Background: an optimization exercise with open tools, aiming at small area, a short achievable clock period and few clock cycles per item. Do not read the settings as production practice.
At most, simulation tests tie the RTL to the original design; equivalence was not proved.
For run 1, only the layout was checked, not whether the RTL still works.
Power is estimated from default activity; no workload was simulated.

## flow/design.v (module list and top-level ports; edited modules follow where they fit)
// module flow_hash: 1576 lines
module flow_hash (
    input  wire         clk,
    input  wire         rst,         
    input  wire         in_valid,
    output wire         in_ready,
    input  wire [1:0]   in_op,       
    input  wire [3:0]   in_len,      
    input  wire         in_frag,     
    input  wire [31:0]  in_seed,
    input  wire [511:0] in_words,    
    output wire         out_valid,
    input  wire         out_ready,
    output wire [31:0]  out_hash
);
  // ...
==> flow/flow/run.sh <==
#!/bin/bash
# Own layout flow: the standard layout (standard.sh: ORFS synthesis to
# final layout, unchanged), except that the port buffers that global
# placement inserts on every input and output are the platform's smallest
# plain buffer (buf_1) instead of the clkdlybuf4s50_1 delay cell that
# buffer_ports picks by default.  Repair may still resize them.
set -euo pipefail
export BUFFER_PORTS_ARGS="-buffer_cell sky130_fd_sc_hd__buf_1"
bash standard.sh finish > standard_flow.log 2>&1
==> flow/standard.sh <==
#!/bin/bash
# synth_recipe.tcl (not shown) runs the flow's synth.tcl, then flattens the netlist and writes it again
# the make line also repeats each setting of config.mk as NAME=value (left out here)
make -C /OpenROAD-flow-scripts/flow DESIGN_CONFIG=/design/flow/config.mk WORK_HOME=/design/flow/orfs CLKGATE_MAP_FILE= SYNTH_SCRIPT=/design/flow/synth_recipe.tcl "${@:-finish}"
==> flow/config.mk <==
export PLATFORM = sky130hd
export DESIGN_NAME = flow_hash
export DESIGN_NICKNAME = flow_hash
export VERILOG_FILES = /design/flow/design.v
export SDC_FILE = /design/flow/constraint.sdc
export NUM_CORES = 4
export LEC_CHECK = 0
export CAP_MARGIN = 20
export CORE_MARGIN = 2
export CORE_UTILIZATION = 40
export SETUP_SLACK_MARGIN = 4.0
export SLEW_MARGIN = 20
export TNS_END_PERCENT = 0
==> flow/constraint.sdc <==
create_clock -name core_clock -period 8.0 [get_ports {clk}]
set_input_delay 1.6000 -clock core_clock [delete_from_list [all_inputs] [get_ports {clk}]]
set_output_delay 1.6000 -clock core_clock [all_outputs]
set_load 0.01 [all_outputs]
==> summary.txt, run 1 <==
Detailed Routing Iterations Pass 1=6; Synth Area in Simple Gates=16.03%; first-pass GRT wire length=155600 microns; initial DRC count=2316; Routed met2 length=52330 microns; FF+latch area=4054 sq um; crit path cell chain=buf_6 -> buf_6 -> buf_16 -> nor2b_1 -> a211oi_1 -> a211o_1 -> mux4_2 -> mux2i_4 -> buf_4 -> xnor2_1 -> xnor2_1 -> ha_1 -> nand3b_1 -> nor2_4 -> and4_1 -> o311a_1 -> nand3_1 -> a21oi_2 -> nor2_1 -> o311ai_1; Setup Skew=0.01482 ns; Sink Count=136; top cells by area, synth=xnor2_1, edfxtp_1, ha_1; Final Hold Fails=0; Placed Cells incl. Taps=roughly 4600; area delta synth->final=20.57%; most frequent cells in the layout=buf_1, xnor2_1, nand2_1; RSZ-0062 raised after global routing=true; Power Dens Cells=547.9 nW/um^2; CP Launch Point=n1[0]; post-CTS setup buffers=56; share of layout cells above drive strength 1=under 10%; clock share of power=4.8%; Critical Path Max Stage Delay=roughly 0.56 ns; Layout Cells excl Fill=4701; Synth top cells by count=xnor2_1, nand2_1, inv_1; Top FF cell, synth=edfxtp_1; sequential cell power=2.51 mW; WS Path Type=flop to flop; Fillers=~6500; total die area=66700 sq um; worst flop-to-flop path endpoint=y2[26]; Pwr Total=17.08 mW; Worst slew margin=35.58%; library cells used by synthesis=86; status=complete, no violations; reg2reg start=n1[0]; Non-clock buffer share=10.19%; Setup Viol. Count Final=0; IO Port Bufs=588; Post-synth EDFFs=approximately 130; synthesis-stage register bit count=136; Mapped Avg Cell Area=approximately 8 sq um; Top delay family on crit path=compound AO/OA/AOI/OAI gates; TritonCTS clock tree=yes; met3 usage=between 4 and 5%; Synth Area in XOR/XNOR=26.22%; pre-CTS setup slack=1.934 ns
==> inputs of run 2 (changes only) <==
--- a/flow/design.v
+++ b/flow/design.v
@@ -511,31 +511,27 @@
     wire [15:0] x4  = in_frag ? 16'd0 : (w2[31:16] ^ w2[15:0]);
     wire [31:0] x4w = {x4, x4};
     wire [31:0] cor4 = {d01[4:0], d01[31:5]} ^ {d01[9:0], d01[31:10]} ^ {x4w[14:0], x4w[31:15]};
     wire [31:0] fb20 = {fb[11:0], fb[31:12]};
     wire [31:0] pq   = fa ^ fb20;
     wire [15:0] x6   = in_frag ? 16'd0 : (w8[31:16] ^ w8[15:0]);
     wire [31:0] x6w  = {x6, x6};
     wire [31:0] cor6 = pq ^ {pq[19:0], pq[31:20]} ^ {x6w[12:0], x6w[31:13]};
-    wire [31:0] cor  = op_hsy6 ? cor6 : cor4;
-    wire        swap = swap4 | swap6;
+    wire [31:0] g = fold ^ ((swap4 ? cor4 : 32'd0) | (swap6 ? cor6 : 32'd0));
     reg         v1, v2, ov;
     reg  [31:0] g1;
     reg  [3:0]  n1;
-    reg  [31:0] k1;
-    reg         sw1;
-    wire [31:0] gs = g1 ^ (sw1 ? k1 : 32'd0);
     reg  [31:0] y2;
     reg  [31:0] res;
     wire stall = ov & ~out_ready;
     assign in_ready  = ~stall;
     assign out_valid = ov;
     assign out_hash  = res;
-    wire [31:0] t0 = {gs[26:0], gs[31:27]};
+    wire [31:0] t0 = {g1[26:0], g1[31:27]};
     wire [31:0] t1 = n1[0] ? {t0[26:0], t0[31:27]} : t0;
     wire [31:0] t2 = n1[1] ? {t1[21:0], t1[31:22]} : t1;
     wire [31:0] t3 = n1[2] ? {t2[11:0], t2[31:12]} : t2;
     wire [31:0] hr = n1[3] ? {t3[23:0], t3[31:24]} : t3;
     wire ma_1;
     wire ma_2;
     assign ma_1 = ~hr[5] ^ ~hr[0];
     assign ma_2 = ~hr[5] & ~hr[0];
@@ -1560,17 +1556,15 @@
             v2 <= 1'b0;
             ov <= 1'b0;
         end else if (~stall) begin
             v1 <= in_valid;
             v2 <= v1;
             ov <= v2;
         end
         if (~stall) begin
-            g1  <= fold;
-            k1  <= cor;
-            sw1 <= swap;
+            g1  <= g;
             n1  <= nm1;
             y2  <= ya;
             res <= fin;
         end
     end
 endmodule
==> flow/config.mk (replaced) <==
export PLATFORM = sky130hd
export DESIGN_NAME = flow_hash
export DESIGN_NICKNAME = flow_hash
export VERILOG_FILES = /design/flow/design.v
export SDC_FILE = /design/flow/constraint.sdc
export NUM_CORES = 4
export LEC_CHECK = 0
export CAP_MARGIN = 20
export CORE_MARGIN = 2
export CORE_UTILIZATION = 40
export SETUP_SLACK_MARGIN = 3.6
export SLEW_MARGIN = 20
export TNS_END_PERCENT = 20
==> summary.txt, run 2 <==
Detailed Routing Iterations Pass 1=8 (+2); via count=23247; Die Wd=242.9 microns; TritonCTS clock tree=yes; initial antenna violation count=12; Hold Buf Count CTS=0; Leak Pwr=11.38 nW; GP Congestion=1.096; crit path max fanout=8; Overall Global Routing Usage=34.25%; IO Port Bufs=588 (unchanged); Setup Skew=0.009858 ns (-0.004960 ns); Clock Tree Buf Depth=2; Synth top cells by count=xnor2_1, nand2_1, inv_1; synthesis-stage register bit count=103 (-24%); reg2reg start=n1[0]; Synth area leader=xnor2_1; total die area=58980 sq um (-12%); Top FF cell, synth=edfxtp_1; CP endpoint kind=flop; worst flop-to-flop path endpoint=y2[31]; Sink Count=103 (-24%); Mapped Avg Cell Area=8.130 sq um (+1.9%); WP data required=8.13 ns; library cells used by synthesis=73 (-15%); Syn Inst Count=2807; max-cap violations=0; r2r worst-path depth=17; initial DRC count=2333 (+0.73%); Post-DP HPWL=90650 microns; Largest regs=g1 (32), res (32), y2 (32); Skew-Pair Late Insertion Delay=0.38 ns; Top Ports=589; WS Path Type=flop to flop; placeable core area=about 56000 sq um; Clock H-tree levels=3; Power Dens Cells=484.5 nW/um^2 (-12%); worst hold path type=flop to flop; Setup crit end=y2[31]; area delta synth->final=20.45% (about the same); Fillers=5847 (-10%); CTS root buffer=clkbuf_16; largest net degree at the start of global routing=56; ANT nets after route=0; Final nets=4289; clock-pin transition on the worst setup and hold timing paths=0.08 ns; worst slew pin tran=just over 0.8 ns; Async SR Flop Fraction=0%; die height=242.9 microns; Initial Utilization=40.47%; CP Launch Point=n1[0]; status=complete, no violations; Seq/Total Area, Yosys=13.42%; vias in the first global route=between 20000 and 25000; most frequent cells in the layout=buf_1, xnor2_1, nand2_1; GRT overflow=0; CP arrival=4.98 ns; pre-CTS setup slack=2.432 ns (+0.4989 ns); CP startpoint kind=flop; Final Hold Fails=0 (unchanged); Wirelength per Cell=25.36 microns; R2R setup slack=between 3 and 4 ns; TNS Setup=0 ns; multi-input logic area=19030 sq um; share of layout cells above drive strength 1=8.554% (+0.33 points); RSZ-0062 raised after global routing=true; post-synth top area share=20.15%; Cell Area, Synth=around 23000 sq um; Post-synth EDFFs=100 (-25%); most frequent cell after synthesis=xnor2_1; FF+latch area=3063 sq um (-24%); top cells by area, synth=xnor2_1, ha_1, edfxtp_1; Slew Viols, Final=0; fin crit period=4.854 ns; Min Hold Slack=0.4985 ns; DRC=0; most common cell after layout, fill and taps aside=buf_1; worst setup margin=3.146 ns; first-pass GRT wire length=148200 microns (-4.8%); Worst slew margin=43.82% (+8.2 points); Max Clk Rate=206.0 MHz; YS warnings=1; Tcrit/Tclk final=60.68%; total CTS buffers=9; via/cell ratio=approximately 5.6; Setup Viol. Count Final=0 (unchanged); Core Rows=slightly below 90; Routed WL=105700 microns; Max VDD drop=0.7710 mV; syn_nets=3699
[run 2: cell count changes in the layout (fill, tap and decap cells not counted), moves of 19 or more]
| cell | delta |
|---|---|
| xnor2_1 | -60 |
| inv_1 | -25 |
| fa_1 | +21 |
| a22oi_1 | +28 |
| nand3_1 | -40 |
| nand2_1 | -138 |
| o21ai_0 | -36 |
| a21o_1 | -47 |
| a31oi_1 | -19 |
| nor4_1 | +26 |
| edfxtp_1 | -33 |
[run 2: cells by family after synthesis]
family	Yosys count	synth area share, %
AOI/OAI and AO/OA	447	12.95
xor gates and xnor gates	714	27.52
adders and majority gates	337	20.45
buffers and inverters	391	6.513
DFF	103	13.42
muxes	73	4.923
and+or+nand+nor	742	14.22
[run 2: report_power, final]
part	internal, mW	switching, mW	total [mW]	leakage (nW)
combinational	4.99	5.88	10.9	10.2
sequential	1.76	0.210	1.97	1.08
clock	0.251	0.235	0.486	0.155
[run 2: repair_timing]
item,in CTS,in global routing
gates cloned,2,5
buffers inserted,44,15
pin swaps,27,20
resized for setup,74,97
endpoints found under the setup margin,56,55
[run 2: layer usage]
layer / global-route usage (%) / up-vias / part of all wire (%)
met5: 0 / - / 0.028
met4: 17.29 / 4 / 6.3
li1: - / 10713 / -
met1: 43.19 / 10983 / 39
met2: 56.82 / 1247 / 46
met3: 5.175 / 300 / 8.2
[run 2: layout make-up]
| type | count | area share (%) |
|---|---|---|
| Multi-Input combinational cell | 2316 | 69.24 |
| Sequential cell | 103 | 11.14 |
| Timing Repair Buffer | 677 | 10.95 |
| Inverter | 290 | 3.983 |
| Tap cell | 756 | 3.441 |
| Clock buffer | 9 | 0.8193 |
| Clock inverter | 7 | 0.3368 |
| Antenna cell | 9 | 0.08193 |
[run 2: worst max-delay path: stages (launching register included)]
cell and delay, ns:
edfxtp_1 0.41, buf_6 0.14, buf_12 0.13, mux4_2 0.54
mux2_4 0.30, o21ai_4 0.18, inv_1 0.08, fa_1 0.52
ha_4 0.30, and4_4 0.22, nand2_1 0.05, or4_1 0.39
or3_4 0.35, and2_4 0.16, or4b_4 0.50, nand3_2 0.10
a31oi_2 0.09, xnor2_1 0.13
[run 2: through the flow]
step                instance area (sq um)  power, mW  utilization, %  cells
CTS                                 26840      13.14           47.61   4138
global placement                    25890      11.97           45.92   4076
floorplan                           22960      9.696               -   2807
finish                              27490      13.32           48.75   4167
global route                        27480      14.50           48.74   4165
detailed placement                  25890      12.06           45.92   4076
[run 2: worst min path at each step]
stage	from	end	slack, ns	cells after the start
global placement	v2	ov	0.46	2
finish	v2	ov	0.50	2
global route	v2	ov	0.53	2
floorplan	v2	ov	0.44	2
detailed placement	v2	ov	0.49	2
CTS	v2	ov	0.50	2
Testbench counts of run 2, summed over its fixed seeds: cycles 9,624, items 9,600.
==> inputs of run 3 (changes only) <==
--- a/flow/config.mk
+++ b/flow/config.mk
@@ -5,9 +5,9 @@
 export SDC_FILE = /design/flow/constraint.sdc
 export NUM_CORES = 4
 export LEC_CHECK = 0
-export CAP_MARGIN = 20
+export CAP_MARGIN = 0
 export CORE_MARGIN = 2
 export CORE_UTILIZATION = 40
 export SETUP_SLACK_MARGIN = 3.6
-export SLEW_MARGIN = 20
+export SLEW_MARGIN = 0
 export TNS_END_PERCENT = 20
==> summary.txt, run 3 <==
CP arrival=4.98 ns (about the same); total CTS buffers=9 (unchanged); P_sw=6.321 mW (unchanged); TritonCTS clock tree=yes; Setup Viol. Count Final=0 (unchanged); switch share=47.46% (unchanged); ANT nets after route=0 (unchanged); initial DRC count=2333 (unchanged); initial antenna violation count=12 (unchanged); Worst Path Buf+Inv=3 (unchanged); R2R setup slack=3.15 ns (about the same); clock-pin transition on the worst setup and hold timing paths=0.08 ns (about the same); Top Ports=589 (unchanged); die height=242.9 microns (unchanged); Critical-path top delay cell=mux4_2; clock share of power=3.6% (about the same); syn_nets=3699 (unchanged); Initial Utilization=40.47% (unchanged); GRT overflow=0 (unchanged); Power Dens Cells=484.5 nW/um^2 (unchanged); area delta synth->final=20.45% (unchanged); post-route design area=27490 sq um (unchanged); Largest regs=g1 (32), res (32), y2 (32); Clock H-tree levels=3 (unchanged); Hold Buf Count CTS=0 (unchanged); WP data required=8.13 ns (about the same); Max Clk Rate=206.0 MHz (unchanged); top cells by area, synth=xnor2_1, ha_1, edfxtp_1; IO Port Bufs=588 (unchanged); Skew-Pair Late Insertion Delay=0.38 ns (about the same); placeable core area=56390 sq um (unchanged); r2r worst-path depth=17 (unchanged); Detailed Routing Iterations Pass 1=8 (unchanged); Mapped Avg Cell Area=8.130 sq um (unchanged); most common cell after layout, fill and taps aside=buf_1; Syn Inst Count=2807 (unchanged); Post-synth EDFFs=100 (unchanged); Die Wd=242.9 microns (unchanged); DRC=0 (unchanged); share of layout cells above drive strength 1=8.554% (unchanged); library cells used by synthesis=73 (unchanged); Min Hold Slack=0.4985 ns (unchanged); Overall Global Routing Usage=34.25% (unchanged); Seq/Total Area, Yosys=13.42% (unchanged); crit path max fanout=8 (unchanged); Final Hold Fails=0 (unchanged); worst slew pin tran=0.8318 ns (unchanged); total die area=58980 sq um (unchanged); dpl cell area=25890 sq um (unchanged); most frequent cells in the layout=buf_1, xnor2_1, nand2_1; YS warnings=1 (unchanged); crit path cell chain=buf_6 -> buf_12 -> mux4_2 -> mux2_4 -> o21ai_4 -> inv_1 -> fa_1 -> ha_4 -> and4_4 -> nand2_1 -> or4_1 -> or3_4 -> and2_4 -> or4b_4 -> nand3_2 -> a31oi_2 -> xnor2_1; vias in the first global route=22620 (unchanged); GP Congestion=1.096 (unchanged); CP endpoint kind=flop; Slew Viols, Final=0 (unchanged); WS Path Type=flop to flop; Leak Pwr=11.38 nW (unchanged); Final nets=4289 (unchanged); Cells on Worst Hold Path=2 (unchanged); Clock Tree Buf Depth=2 (unchanged); synthesis-stage register bit count=103 (unchanged); most frequent cell after synthesis=xnor2_1; CP startpoint kind=flop; Cell Area, Synth=22820 sq um (unchanged); Async SR Flop Fraction=0% (unchanged); hold path endpoint=ov; via/cell ratio=5.579 (unchanged); Max VDD drop=0.7710 mV (unchanged); Critical Path Max Stage Delay=0.54 ns (about the same); Top delay family on crit path=simple AND/OR/NAND/NOR gates; Wirelength per Cell=25.36 microns (unchanged); Tcrit/Tclk final=60.68% (unchanged); Flop pwr share=14.8% (about the same); via count=23247 (unchanged); worst hold path type=flop to flop; Sink Count=103 (unchanged); Synth top cells by count=xnor2_1, nand2_1, inv_1; Routed WL=105700 microns (unchanged); Worst slew margin=43.82% (unchanged); TNS Setup=0 ns (unchanged); reg2reg start=n1[0]; hold path start=v2; cell-internal power=6.997 mW (unchanged); first-pass GRT wire length=148200 microns (unchanged); Comb power frac=81.6% (about the same); Post-DP HPWL=90650 microns (unchanged); CTS root buffer=clkbuf_16; max-cap violations=0 (unchanged); worst flop-to-flop path endpoint=y2[31]; post-synth top area share=20.15% (unchanged); Synth area leader=xnor2_1; Top FF cell, synth=edfxtp_1; Setup Skew=0.009858 ns (unchanged); Fillers=5847 (unchanged); status=complete, no violations; RSZ-0062 raised after global routing=true; Core Rows=87 (unchanged); fin crit period=4.854 ns (unchanged); largest net degree at the start of global routing=56 (unchanged)
-- run 3: cell counts after synthesis --
Identical to the previous run, type by type.
-- run 3: worst register-to-register path, stage by stage, from the launching register on --
cell,delay (ns)
edfxtp_1,0.41
buf_6,0.14
buf_12,0.13
mux4_2,0.54
mux2_4,0.30
o21ai_4,0.18
inv_1,0.08
fa_1,0.52
ha_4,0.31
and4_4,0.23
nand2_1,0.05
or4_1,0.39
or3_4,0.35
and2_4,0.16
or4b_4,0.50
nand3_2,0.10
a31oi_2,0.09
xnor2_1,0.13
-- run 3: cells by family (layout without fill, tap and decap cells) --
kind of cell	Yosys count	in the layout	share of synthesized area (%)
and+or+nand+nor	742	745	14.22
AOI/OAI and AO/OA	447	447	12.95
adders and majority gates	337	337	20.45
DFF	103	103	13.42
buffers and inverters	391	983	6.513
muxes	73	73	4.923
other	0	9	0
xor gates and xnor gates	714	714	27.52
-- run 3: metrics by stage --
step           setup slack (ns)  total power, mW  cells  utilization [%]
5_1_grt                   3.037            14.50   4165            48.74
3_5_place_dp              2.432            12.06   4076            45.92
6_report                  3.146            13.32   4167            48.75
4_1_cts                   3.134            13.14   4138            47.61
2_1_floorplan             3.246            9.696   2807                -
3_3_place_gp              2.380            11.97   4076            45.92
-- run 3: per-layer routing --
layer,up-vias,global-route usage (%),wire length [microns]
li1,10713,-,-
met1,10983,43.19,41540
met2,1247,56.82,48740
met3,300,5.175,8696
met4,4,17.29,6645
met5,-,0,30
-- run 3: worst max path at each step --
stage,start,end,slack (ns),cells past startpoint
2_1_floorplan,n1[0],y2[31],3.25,20
3_3_place_gp,in_len[3],g1[16],2.38,10
3_5_place_dp,n1[1],y2[31],2.43,15
4_1_cts,n1[0],y2[31],3.13,16
5_1_grt,n1[0],y2[31],3.04,17
6_report,n1[0],y2[31],3.15,17
-- run 3: layout make-up --
type	count	area, sq um	share of cell area (%)
timing repair buffer	677	3010	10.95
inverter	290	1095	3.983
sequential	103	3063	11.14
clock inverter	7	92.59	0.3368
antenna	9	22.52	0.08193
tap	756	945.9	3.441
clock buffer	9	225.2	0.8193
multi-input combinational	2316	19030	69.24
-- run 3: power by group through the flow --
stage                     Sequential, mW  Combinational, mW  Clock [mW]
after global placement              1.97               10.0           0
after floorplan                     1.93               7.77           0
final                               1.97               10.9       0.486
after detailed placement            1.98               10.1           0
after CTS                           1.97               10.7       0.494
after global routing                2.00               12.0       0.510
-- run 3: what timing repair did --
item                                    CTS  global route
pin swaps                                27            20
gates cloned                              2             5
endpoints found under the setup margin   56            55
setup buffers                            44            15
gates resized for setup                  74            97
hold endpoints to repair                  0             0
==> inputs of run 4 (changes only) <==
==> flow/config.mk (replaced) <==
export PLATFORM = sky130hd
export DESIGN_NAME = flow_hash
export DESIGN_NICKNAME = flow_hash
export VERILOG_FILES = /design/flow/design.v
export SDC_FILE = /design/flow/constraint.sdc
export NUM_CORES = 4
export LEC_CHECK = 0
export CAP_MARGIN = 20
export CORE_MARGIN = 2
export CORE_UTILIZATION = 40
export SETUP_SLACK_MARGIN = 4.0
export SLEW_MARGIN = 20
export TNS_END_PERCENT = 0
==> summary.txt, run 4 <==
initial antenna violation count=6 (-6); Max Clk Rate=202.5 MHz (-1.7%); Top Ports=589 (unchanged); area delta synth->final=18.56%; max-cap violations=0 (unchanged); Clock H-tree levels=3 (unchanged); Hold Buf Count CTS=0 (unchanged); synthesis-stage register bit count=103 (unchanged); Setup Skew=0.01328 ns (+0.003425 ns); syn_nets=3699 (unchanged); RSZ-0062 raised after global routing=true; CP endpoint kind=flop; Die Wd=242.9 microns (unchanged); Worst slew margin=39.22% (-4.6 points); Initial Utilization=40.47% (unchanged); Overall Global Routing Usage=34.43% (+0.18 points); CTS root buffer=clkbuf_16; Critical-path top delay cell=or4_4; initial DRC count=2509 (+7.5%); GP Congestion=1.105 (+0.76%); YS warnings=1 (unchanged); most used cell, CP=xnor2_1; Critical Path Max Stage Delay=0.83 ns (+0.29 ns); WS Path Type=primary input to flop; WP data required=8.12 ns (about the same); Min Hold Slack=0.4911 ns (-0.007376 ns); Post-synth EDFFs=100 (unchanged); Detailed Routing Iterations Pass 1=6 (-2); r2r worst-path depth=19 (+2); Sink Count=103 (unchanged); crit path max fanout=32 (+24); CP arrival=5.05 ns (+0.07 ns); via/cell ratio=5.575 (about the same); Async SR Flop Fraction=0% (unchanged); Power Dens Cells=481.9 nW/um^2 (-0.54%); IO Port Bufs=588 (unchanged); library cells used by synthesis=73 (unchanged); clock-pin transition on the worst setup and hold timing paths=0.08 ns (about the same); most frequent cells in the layout=buf_1, xnor2_1, nand2_1; Core Rows=87 (unchanged); post-synth top area share=20.15% (unchanged); Seq/Total Area, Yosys=13.42% (unchanged); vias in the first global route=22675 (+0.24%); ANT nets after route=0 (unchanged); Mapped Avg Cell Area=8.130 sq um (unchanged); DRC=0 (unchanged); TNS Setup=0 ns (unchanged); Synth top cells by count=xnor2_1, nand2_1, inv_1; Setup Viol. Count Final=0 (unchanged); crit path cell chain=buf_1 -> or4_4 -> o21ai_0 -> xor2_1 -> xnor2_1 -> xnor2_1 -> xnor2_1 -> xnor2_1 -> a221oi_1 -> xnor2_1; Syn Inst Count=2807 (unchanged); Post-DP HPWL=90590 microns (about the same); share of layout cells above drive strength 1=6.502% (-2.1 points); Skew-Pair Late Insertion Delay=0.38 ns (about the same); Slew Viols, Final=0 (unchanged); Final nets=4286 (-0.070%); CP startpoint kind=primary input; die height=242.9 microns (unchanged); Max VDD drop=0.6956 mV (-9.8%); Largest regs=g1 (32), res (32), y2 (32); Final Hold Fails=0 (unchanged); Levels on crit path=10 (-7); GRT overflow=0 (unchanged); largest net degree at the start of global routing=84 (+50%); total die area=58980 sq um (unchanged); Cell Area, Synth=22820 sq um (unchanged); total CTS buffers=9 (unchanged); Clock Tree Buf Depth=2 (unchanged); Routed WL=105000 microns (-0.66%); Synth area leader=xnor2_1; Worst Path Buf+Inv=1 (-2); Top FF cell, synth=edfxtp_1; Cells on Worst Hold Path=2 (unchanged); worst slew pin tran=0.9117 ns (+0.07990 ns); most frequent cell after synthesis=xnor2_1; most common cell after layout, fill and taps aside=buf_1; Top delay family on crit path=XOR/XNOR gates; TritonCTS clock tree=yes; top cells by area, synth=xnor2_1, ha_1, edfxtp_1; fin crit period=4.937 ns (+0.08295 ns); status=complete, no violations; worst hold path type=flop to flop; Tcrit/Tclk final=61.71% (+1.0 points); Wirelength per Cell=25.22 microns (-0.52%); placeable core area=56390 sq um (unchanged); first-pass GRT wire length=148600 microns (+0.31%); Leak Pwr=11.24 nW (-1.3%); via count=23199 (-0.21%)
## run 4: cell counts after synthesis
Identical to the previous run, type by type.
## run 4: metal layers
layer  vias up  share of wire [%]  GRT usage (%)
li1      10712                  -              -
met1     10925                 40          43.69
met2      1308                 46          57.59
met3       252                8.2          4.412
met4         2                5.7          16.91
met5         -              0.012              0
## run 4: cell type report
type | count | area (sq um)
Timing Repair Buffer | 676 | 3007
Clock inverter | 4 | 52.55
Clock buffer | 12 | 246.5
Antenna cell | 6 | 15.01
Multi-Input combinational cell | 2314 | 18630
Tap cell | 756 | 945.9
Inverter | 290 | 1097
Sequential cell | 103 | 3063
Fill cell | 5894 | 29330
## run 4: path summary, 6_finish.rpt
kind / from / endpoint / slack (ns)
hold / removal: v2 / ov / 0.49
setup reg to reg: n1[0] / y2[31] / 3.14
setup / recovery: in_len[3] / g1[19] / 3.06
hold reg to reg: v2 / ov / 0.49
## run 4: worst reg2reg max path: stages, from the launching register on
cell,delay (ns)
edfxtp_1,0.38
buf_6,0.15
buf_12,0.14
buf_6,0.13
buf_4,0.13
mux4_2,0.48
mux2i_2,0.21
nand2_1,0.12
nand2_4,0.12
fa_1,0.44
ha_4,0.29
and4_4,0.22
nand2_1,0.06
or4_1,0.40
or3_4,0.35
and2_4,0.16
or4b_4,0.50
nand3_2,0.09
a31oi_1,0.09
xnor2_1,0.13
## run 4: report_power, final
| part | internal (mW) | leakage [nW] | switching, mW |
|---|---|---|---|
| registers | 1.76 | 1.08 | 0.205 |
| clock network | 0.253 | 0.147 | 0.220 |
| logic | 4.86 | 10.0 | 5.74 |
| total | 6.87 | 11.2 | 6.17 |
## run 4: cell families (layout without fill, tap and decap cells)
group,count (synthesis),in the layout,share of synthesized area [%]
other,0,6,0
muxes,73,73,4.923
xor gates and xnor gates,714,714,27.52
adders and majority gates,337,337,20.45
DFF,103,103,13.42
AOI/OAI and AO/OA,447,447,12.95
and+or+nand+nor,742,743,14.22
buffers and inverters,391,982,6.513
## run 4: stage by stage
stage	area [sq um]	setup slack [ns]	utilization, %	std cells	power, mW
after floorplan	22960	3.246	-	2807	9.697
after global placement	25880	2.185	45.89	4074	11.98
after detailed placement	25880	2.174	45.89	4074	12.08
after CTS	26890	3.164	47.68	4143	12.97
after global routing	27050	2.985	47.98	4160	14.31
final	27060	3.063	47.99	4161	13.04
## run 4: timing repair
action | 4_1_cts | 5_1_grt
buffers inserted | 50 | 11
gates cloned | 3 | 0
pin swaps | 15 | 8
endpoints found under the hold margin | 0 | 0
setup endpoints to repair | 62 | 69
resized for setup | 60 | 15
==> inputs of run 5 (changes only) <==
==> flow/flow/run.sh (replaced) <==
#!/bin/bash
# Own layout flow: the standard layout (standard.sh: ORFS synthesis to
# final layout), with two changes in how the layout is made:
#  - the port buffers that global placement inserts on every input and
#    output are the platform's smallest plain buffer (buf_1) instead of the
#    clkdlybuf4s50_1 delay cell that buffer_ports picks by default (repair
#    may still resize them);
#  - slow wide OR/NOR and deep and-or cells are added to the platform's
#    don't-use list (repeated here, since a make command-line setting
#    replaces it), so that technology mapping builds the logic from faster
#    cells.
set -euo pipefail
export BUFFER_PORTS_ARGS="-buffer_cell sky130_fd_sc_hd__buf_1"
plat="probe_p_8 probec_p_8 lpflow_bleeder_1 lpflow_clkbufkapwr_1 lpflow_clkbufkapwr_16
  lpflow_clkbufkapwr_2 lpflow_clkbufkapwr_4 lpflow_clkbufkapwr_8 lpflow_clkinvkapwr_1
  lpflow_clkinvkapwr_16 lpflow_clkinvkapwr_2 lpflow_clkinvkapwr_4 lpflow_clkinvkapwr_8
  lpflow_decapkapwr_12 lpflow_decapkapwr_3 lpflow_decapkapwr_4 lpflow_decapkapwr_6
  lpflow_decapkapwr_8 lpflow_inputiso0n_1 lpflow_inputiso0p_1 lpflow_inputiso1n_1
  lpflow_inputiso1p_1 lpflow_inputisolatch_1 lpflow_isobufsrc_1 lpflow_isobufsrc_16
  lpflow_isobufsrc_2 lpflow_isobufsrc_4 lpflow_isobufsrc_8 lpflow_isobufsrckapwr_16
  lpflow_lsbuf_lh_hl_isowell_tap_1 lpflow_lsbuf_lh_hl_isowell_tap_2
  lpflow_lsbuf_lh_hl_isowell_tap_4 lpflow_lsbuf_lh_isowell_4 lpflow_lsbuf_lh_isowell_tap_1
  lpflow_lsbuf_lh_isowell_tap_2 lpflow_lsbuf_lh_isowell_tap_4"
slow="a2111o_1 a2111o_2 a2111o_4 a2111oi_0 a2111oi_1 a2111oi_2 
  a2111oi_4 a311o_1 a311o_2 a311o_4 a311oi_1 a311oi_2 a311oi_4 a41o_1 
  a41o_2 a41o_4 a41oi_1 a41oi_2 a41oi_4 nor3_1 nor3_2 nor3_4 nor3b_1 
  nor3b_2 nor3b_4 nor4_1 nor4_2 nor4_4 nor4b_1 nor4b_2 nor4b_4 
  nor4bb_1 nor4bb_2 nor4bb_4 o2111a_1 o2111a_2 o2111a_4 o2111ai_1 
  o2111ai_2 o2111ai_4 o311a_1 o311a_2 o311a_4 o311ai_0 o311ai_1 
  o311ai_2 o311ai_4 o41a_1 o41a_2 o41a_4 o41ai_1 o41ai_2 o41ai_4 or3_1 
  or3_2 or3_4 or3b_1 or3b_2 or3b_4 or4_1 or4_2 or4_4 or4b_1 or4b_2 
  or4b_4 or4bb_1 or4bb_2 or4bb_4"
dont=$(for c in $plat $slow; do printf "sky130_fd_sc_hd__%s " "$c"; done)
bash standard.sh "DONT_USE_CELLS=$dont" finish > standard_flow.log 2>&1
==> summary.txt, run 5 <==
initial antenna violation count=11 (+5); Leak Pwr=12.57 nW (+12%); YS warnings=1 (unchanged); IO Port Bufs=588 (unchanged); Sink Count=103 (unchanged); Cells on Worst Hold Path=2 (unchanged); Core Rows=92 (+5.7%); Min Hold Slack=0.4811 ns (-0.009981 ns); GRT overflow=0 (unchanged); Post-synth EDFFs=100 (unchanged); Routed met2 length=52490 microns (+7.9%); post-route design area=30010 sq um (+11%); total CTS buffers=9 (unchanged); Max VDD drop=0.5254 mV (-24%); Pwr Total=13.71 mW (+5.1%); Routed WL=116700 microns (+11%); fin crit period=4.685 ns (-0.2518 ns); total die area=65540 sq um (+11%); TritonCTS clock tree=yes; r2r worst-path depth=25 (+6); Initial Utilization=40.34% (-0.13 points); switch share=47.35% (about the same); Critical Path Max Stage Delay=0.56 ns (-0.27 ns); Final nets=4489 (+4.7%); CP arrival=4.84 ns (-0.21 ns); WP data required=8.16 ns (+0.04 ns); final core occ=47.66% (-0.32 points); max-cap violations=0 (unchanged); Wirelength per Cell=26.17 microns (+3.8%); die height=256.0 microns (+5.4%); Top Metal Used=met5; status=complete, no violations; first-pass GRT wire length=165800 microns (+12%); vias in the first global route=24616 (+8.6%); Overall Global Routing Usage=34.41% (about the same); Setup Skew=0.01744 ns (+0.004153 ns); Clock Tree Buf Depth=2 (unchanged); synthesis-stage register bit count=103 (unchanged); CP startpoint kind=primary input; dpl cell area=28380 sq um (+9.7%); GP Congestion=1.086 (-1.7%); crit path max fanout=34 (+6.3%); DRC=0 (unchanged); clock-pin transition on the worst setup and hold timing paths=0.09 ns (about the same); cell-internal power=7.218 mW (+5.1%); Hold Buf Count CTS=0 (unchanged); WS Path Type=primary input to flop; Async SR Flop Fraction=0% (unchanged); Synth top cells by count=xnor2_1, nand2_1, inv_1; Syn Inst Count=3031 (+8.0%); library cells used by synthesis=66 (-9.6%); initial DRC count=2575 (+2.6%); R2R setup slack=3.32 ns (+0.18 ns); worst flop-to-flop path endpoint=y2[31]; Top Ports=589 (unchanged); Die Wd=256.0 microns (+5.4%); CP endpoint kind=flop; post-synth top area share=14.83% (-5.3 points); CTS root buffer=clkbuf_16; hold path start=v2; ANT nets after route=0 (unchanged); Detailed Routing Iterations Pass 1=7 (+1); clock share of power=3.4% (-0.2 points); Flop pwr share=14.3% (-0.8 points); Comb power frac=82.3% (+1.0 points); hold path endpoint=ov; reg2reg start=n1[0]; met3 WL=10650 microns (+23%); Mapped Avg Cell Area=8.381 sq um (+3.1%); share of layout cells above drive strength 1=10.44% (+3.9 points); RSZ-0062 raised after global routing=true; area delta synth->final=18.14%; placeable core area=62970 sq um (+12%); M1 wire length=44500 microns (+6.8%); TNS Setup=0 ns (unchanged); largest net degree at the start of global routing=70 (-17%); crit path cell chain=clkbuf_4 -> or2_2 -> buf_8 -> o31ai_2 -> xnor2_1 -> xnor3_2 -> xor2_1 -> o21ai_0 -> mux4_2 -> and3_1; Clock H-tree levels=3 (unchanged); worst slew pin tran=1.103 ns (+0.1912 ns); via count=25592 (+10%); most common cell after layout, fill and taps aside=buf_1; Critical-path top delay cell=xnor3_2; Top FF cell, synth=edfxtp_1; Worst slew margin=26.39% (-13 points); top cells by area, synth=xnor2_1, ha_1, edfxtp_1; Fillers=6306 (+7.0%); syn_nets=3923 (+6.1%); via/cell ratio=5.741 (+3.0%); Cell Area, Synth=25400 sq um (+11%); Tcrit/Tclk final=58.57% (-3.1 points); Power Dens Cells=456.8 nW/um^2 (-5.2%); Setup Viol. Count Final=0 (unchanged); P_sw=6.490 mW (+5.2%); most frequent cell after synthesis=xnor2_1; Slew Viols, Final=0 (unchanged); Synth area leader=xnor2_1; Seq/Total Area, Yosys=12.06% (-1.4 points); Largest regs=g1 (32), res (32), y2 (32); worst hold path type=flop to flop; Post-DP HPWL=98950 microns (+9.2%); Final Hold Fails=0 (unchanged); Skew-Pair Late Insertion Delay=0.39 ns (about the same); Max Clk Rate=213.4 MHz (+5.4%); most frequent cells in the layout=buf_1, xnor2_1, nand2_1
-- run 5: changes by cell type in the layout (fill, tap and decap cells not counted), sizes merged, moves of 25 or more --
cell,delta
mux4,+25
nand2,-66
nand3,+80
nor4,-38
o211a,+29
o211ai,+30
o21ai,+67
o21bai,+27
o31ai,+34
xnor2,-85
xnor3,+27
-- run 5: cells by family (layout without fill, tap and decap cells) --
family          after synthesis  count (layout)  share of synthesized area, %
simple gates                750             753                         13.56
mux                         100             100                         6.561
flops                       103             103                         12.06
buf+inv                     436            1003                         7.053
compound gates              639             640                         17.39
xor+xnor                    666             666                         25.00
other cells                   0              10                             0
fa+ha+maj                   337             337                         18.37
-- run 5: routing by layer --
metal | vias to the layer above | track usage, %
met5 | - | 0
met4 | 2 | 22.08
met3 | 313 | 6.635
met2 | 1489 | 55.53
met1 | 12030 | 42.03
li1 | 11758 | -
-- run 5: repair_timing --
action | in CTS | in global routing
cloned | 6 | 0
setup endpoints to repair | 63 | 73
resized for setup | 127 | 33
pin swaps | 35 | 17
buffers inserted | 46 | 16
-- run 5: worst max-delay path: cells and delay by family --
| kind | cells | cell delay (ns) |
|---|---|---|
| muxes | 1 | 0.47 |
| xor gates and xnor gates | 3 | 1.18 |
| buffers and inverters | 2 | 0.51 |
| and+or+nand+nor | 2 | 0.52 |
| AOI/OAI and AO/OA | 2 | 0.51 |
-- run 5: worst max-delay path by stage --
stage / start / to / depth (start not counted) / slack, ns
3_3_place_gp: in_op[1] / g1[5] / 10 / 2.08
2_1_floorplan: out_ready / in_ready / 2 / 3.44
3_5_place_dp: in_op[1] / g1[5] / 10 / 2.16
6_report: in_len[0] / g1[12] / 10 / 3.31
5_1_grt: n1[0] / y2[30] / 25 / 3.21
4_1_cts: n1[0] / y2[31] / 16 / 3.44
-- run 5: area by class of cell --
cell class | count | area (sq um) | share of cell area (%)
Multi-Input combinational cell | 2496 | 21270 | 70.86
Timing Repair Buffer | 687 | 3147 | 10.49
Sequential cell | 103 | 3063 | 10.21
Inverter | 300 | 1145 | 3.815
Tap cell | 846 | 1059 | 3.527
Clock buffer | 9 | 225.2 | 0.7504
Clock inverter | 7 | 81.33 | 0.2710
Antenna cell | 10 | 25.02 | 0.08338
-- run 5: power by group through the flow --
stage | Combinational, mW | Sequential (mW) | Clock [mW]
after floorplan | 8.03 | 1.92 | 0
after global placement | 10.4 | 1.97 | 0
after detailed placement | 10.4 | 1.97 | 0
after CTS | 10.9 | 1.96 | 0.479
after global routing | 12.5 | 2.00 | 0.493
final | 11.3 | 1.96 | 0.469
-- run 5: metrics by stage --
step	std cells	setup slack (ns)
4_1_cts	4432	3.444
5_1_grt	4457	3.210
3_5_place_dp	4364	2.156
6_report	4458	3.315
2_1_floorplan	3031	3.442
3_3_place_gp	4363	2.083

## what the ideal ports hide
In the flow no input, the clock included, has a driving cell. The finished layouts below were timed again as built, in two steps.
Step 1 assumes that a clkbuf_16 drives the clock port and a buf_2 every other input.
Step 2 times the ports against the registers' clock, not the clock port: input delays grow and output delays shrink by t, the midpoint of the rising clock arrivals with the driver on.
Three values: ideal ports, drivers, drivers and shift; two values: the first two.
run	t (ns)	setup WS [ns]	worst hold slack (ns)	latest minus earliest clock arrival (ns)	worst register clock-pin slew, ns
run 1	0.497	3.171 / 3.171 / 2.833	0.483 / 0.483 / 0.483	0.015 / 0.015	0.07 / 0.07
run 2	0.424	3.146 / 3.146 / 2.845	0.498 / 0.498 / 0.498	0.009 / 0.009	0.08 / 0.08
run 3	0.424	3.146 / 3.146 / 2.845	0.498 / 0.498 / 0.498	0.009 / 0.009	0.08 / 0.08
run 4	0.429	3.063 / 3.076 / 2.646	0.491 / 0.491 / 0.491	0.013 / 0.013	0.08 / 0.08
run 5	0.427	3.315 / 3.286 / 2.859	0.481 / 0.481 / 0.481	0.018 / 0.018	0.09 / 0.09
After both steps setup and hold are still met in every run listed. The setup slack of run 5, which loses most, moves by -0.029 ns with the drivers and by -0.456 ns with both steps.
